Context: an optimization exercise on an open-source flow, tuned for small area, a short achievable clock period and few clock cycles per item. The choices shown serve that exercise and are no tape-out recipe.
Function was checked by simulation only, so behaviour that the tests miss may differ from the original.

v6:
==> flow/design.v (excerpt) <==
module ck_unit (
    input             clk,
    input             rst,
    input      [5:0]  cfg_width,
    input      [31:0] cfg_poly,
    input      [31:0] cfg_init,
    input      [31:0] cfg_xorout,
    input             cfg_refin,
    input             cfg_refout,
    input             in_valid,
    output            in_ready,
    input      [1:0]  in_op,
    input      [5:0]  in_ctx,
    input      [3:0]  in_nbytes,
    input      [63:0] in_data,
    output reg        out_valid,
    output reg [5:0]  out_ctx,
    output reg [31:0] out_value,
    output reg [31:0] out_result,
    output reg        out_err
);
    localparam OP_FEED  = 2'd0;
    localparam OP_START = 2'd1;
    localparam OP_WRITE = 2'd2;
    localparam OP_CLEAR = 2'd3;
    assign in_ready = 1'b1;
    genvar c, j;
    integer k, i;
    reg [4:0]  sh_r;        
    reg [31:0] praw;        
    reg [31:0] poly_r;
    reg [31:0] init_r;
    reg [31:0] xor_r;
    reg        refin_r, refout_r;
    reg        rst_d;
    wire [4:0]  sh   = sh_r;
    wire [31:0] mask = 32'hFFFF_FFFF >> sh;
    wire [31:0] p1 = {poly_r[30:0], 1'b0};
    wire [31:0] p3 = poly_r ^ p1;
    reg        s_valid;
    reg [7:0]  row_r, col_r;
    reg        s_w;            
    reg        s_i;            
    reg        s_feed;         
    reg        s_nofeed;       
    reg [3:0]  s_hi;           
    reg [3:0]  s_nb;
    reg [63:0] s_data;
    wire take = in_valid & ~rst;
    always @(posedge clk) begin
        s_valid <= take;
        for (k = 0; k < 8; k = k + 1) begin
            row_r[k] <= take & (in_ctx[5:3] == k);
            col_r[k] <= in_ctx[2:0] == k;
        end
        s_w      <= ~rst & (in_op == OP_WRITE);
        s_i      <= ~rst & (in_op != OP_WRITE);
        s_feed   <= in_op == OP_FEED;
        for (k = 0; k < 4; k = k + 1)
            s_hi[k] <= (in_data[8*k +: 8] & ~mask[8*k +: 8]) != 8'd0;
        s_nofeed <= in_op[1];
        s_nb    <= in_nbytes;
        s_data  <= in_data;
    end
    wire [63:0] sel, seln;
    generate
        for (c = 0; c < 64; c = c + 1) begin : g_sel
            ck_sel2 u (.a(row_r[c / 8]), .b(col_r[c % 8]), .y(sel[c]), .yn(seln[c]));
        end
    endgenerate
    reg  [31:0] ctx_val [0:63];
  ...
Size in the first run: about 9400 cells after synthesis, ~260 I/O pins, roughly 100000 um2 of cells after synthesis.
Settings: LEC_CHECK=0, CAP_MARGIN=20, CELL_PAD_IN_SITES_DETAIL_PLACEMENT=1, CORE_MARGIN=2, CORE_UTILIZATION=45, PLACE_DENSITY=0.55, SLEW_MARGIN=20, SYNTH_HIERARCHICAL=1, SYNTH_MINIMUM_KEEP_SIZE=0; clock period 200.0 ns.
standard.sh (not shown) runs the stock make flow with config.mk's settings and CLKGATE_MAP_FILE= SYNTH_SCRIPT=/design/flow/synth_recipe.tcl, a recipe that flattens the netlist after the stock synthesis.
==> flow/flow/run.sh <==
#!/bin/bash
# The standard layout (the standard.sh: ORFS from the standard synthesis
# to the final layout) with changes to how it is made:
#  - buffer_ports buffers every input and output port with buf_2, in place of
#    the slow delay buffer it picks by itself;
#  - clock tree synthesis adds no dummy loads and takes up to 20 flip-flops
#    per leaf buffer.
# make's full output goes to orfs_make.log; ORFS keeps each step's log under
# orfs/logs/.
set -uo pipefail
export BUFFER_PORTS_ARGS="-buffer_cell sky130_fd_sc_hd__buf_2"
export CTS_ARGS="-sink_clustering_enable -repair_clock_nets -dont_use_dummy_load -sink_clustering_size 20 -sink_clustering_max_diameter 100"
bash standard.sh > orfs_make.log 2>&1
status=$?
tail -n 40 orfs_make.log
exit $status
Testbench counts of v6, summed over its fixed seeds: cycles 20,608, bytes 152,413.
Changes in v7 relative to v6:
==> flow/flow/run.sh <==
#!/bin/bash
# The standard layout (the standard.sh: ORFS from the standard synthesis
# to the final layout) with changes to how it is made:
#  - buffer_ports buffers every input and output port with buf_2, in place of
#    the slow delay buffer it picks by itself;
#  - clock tree synthesis adds no dummy loads and takes up to 25 flip-flops
#    per leaf buffer.
# make's full output goes to orfs_make.log; ORFS keeps each step's log under
# orfs/logs/.
set -uo pipefail
export BUFFER_PORTS_ARGS="-buffer_cell sky130_fd_sc_hd__buf_2"
export CTS_ARGS="-sink_clustering_enable -repair_clock_nets -dont_use_dummy_load -sink_clustering_size 25 -sink_clustering_max_diameter 120"
bash standard.sh > orfs_make.log 2>&1
status=$?
tail -n 40 orfs_make.log
exit $status
==> comparison <==
Going from v6 to v7, headroom to the max-slew limit picked up an extra 2.5 points, final period utilization was more or less identical. v7: area fraction of clock buffers and clock inverters is 0.68 points lower than what v6 reported. v7 ended up with out_err as its start point of the critical path; v6 ended up with out_ctx[5].

==> separate check: timing with driven ports <==
No port has a modelled driver above. Below, the same layouts with a new extraction and two added sets of constraints. Step 1: set_driving_cell puts a clkbuf_16 on clk and a buf_2 on each other input, an assumption about the parent block. Step 2 times the ports against the registers' clock, not the clock port: input delays grow and output delays shrink by t, the midpoint of the rising clock arrivals with the driver on. a / b / c = no drivers / after step 1 / after step 2; a / b = the first two.
| run | shift t [ns] | slack for setup (ns) | worst data-port slew with drivers (ns) |
|---|---|---|---|
| v6 | 0.905 | 158.650 / 158.556 / 158.580 | 0.20 |
| v7 | 0.876 | 158.660 / 158.565 / 158.544 | 0.22 |
After both steps setup and hold are still met in every run listed. For v7, which loses most, drivers alone change the setup slack by -0.095 ns; drivers and shift together by -0.116 ns.
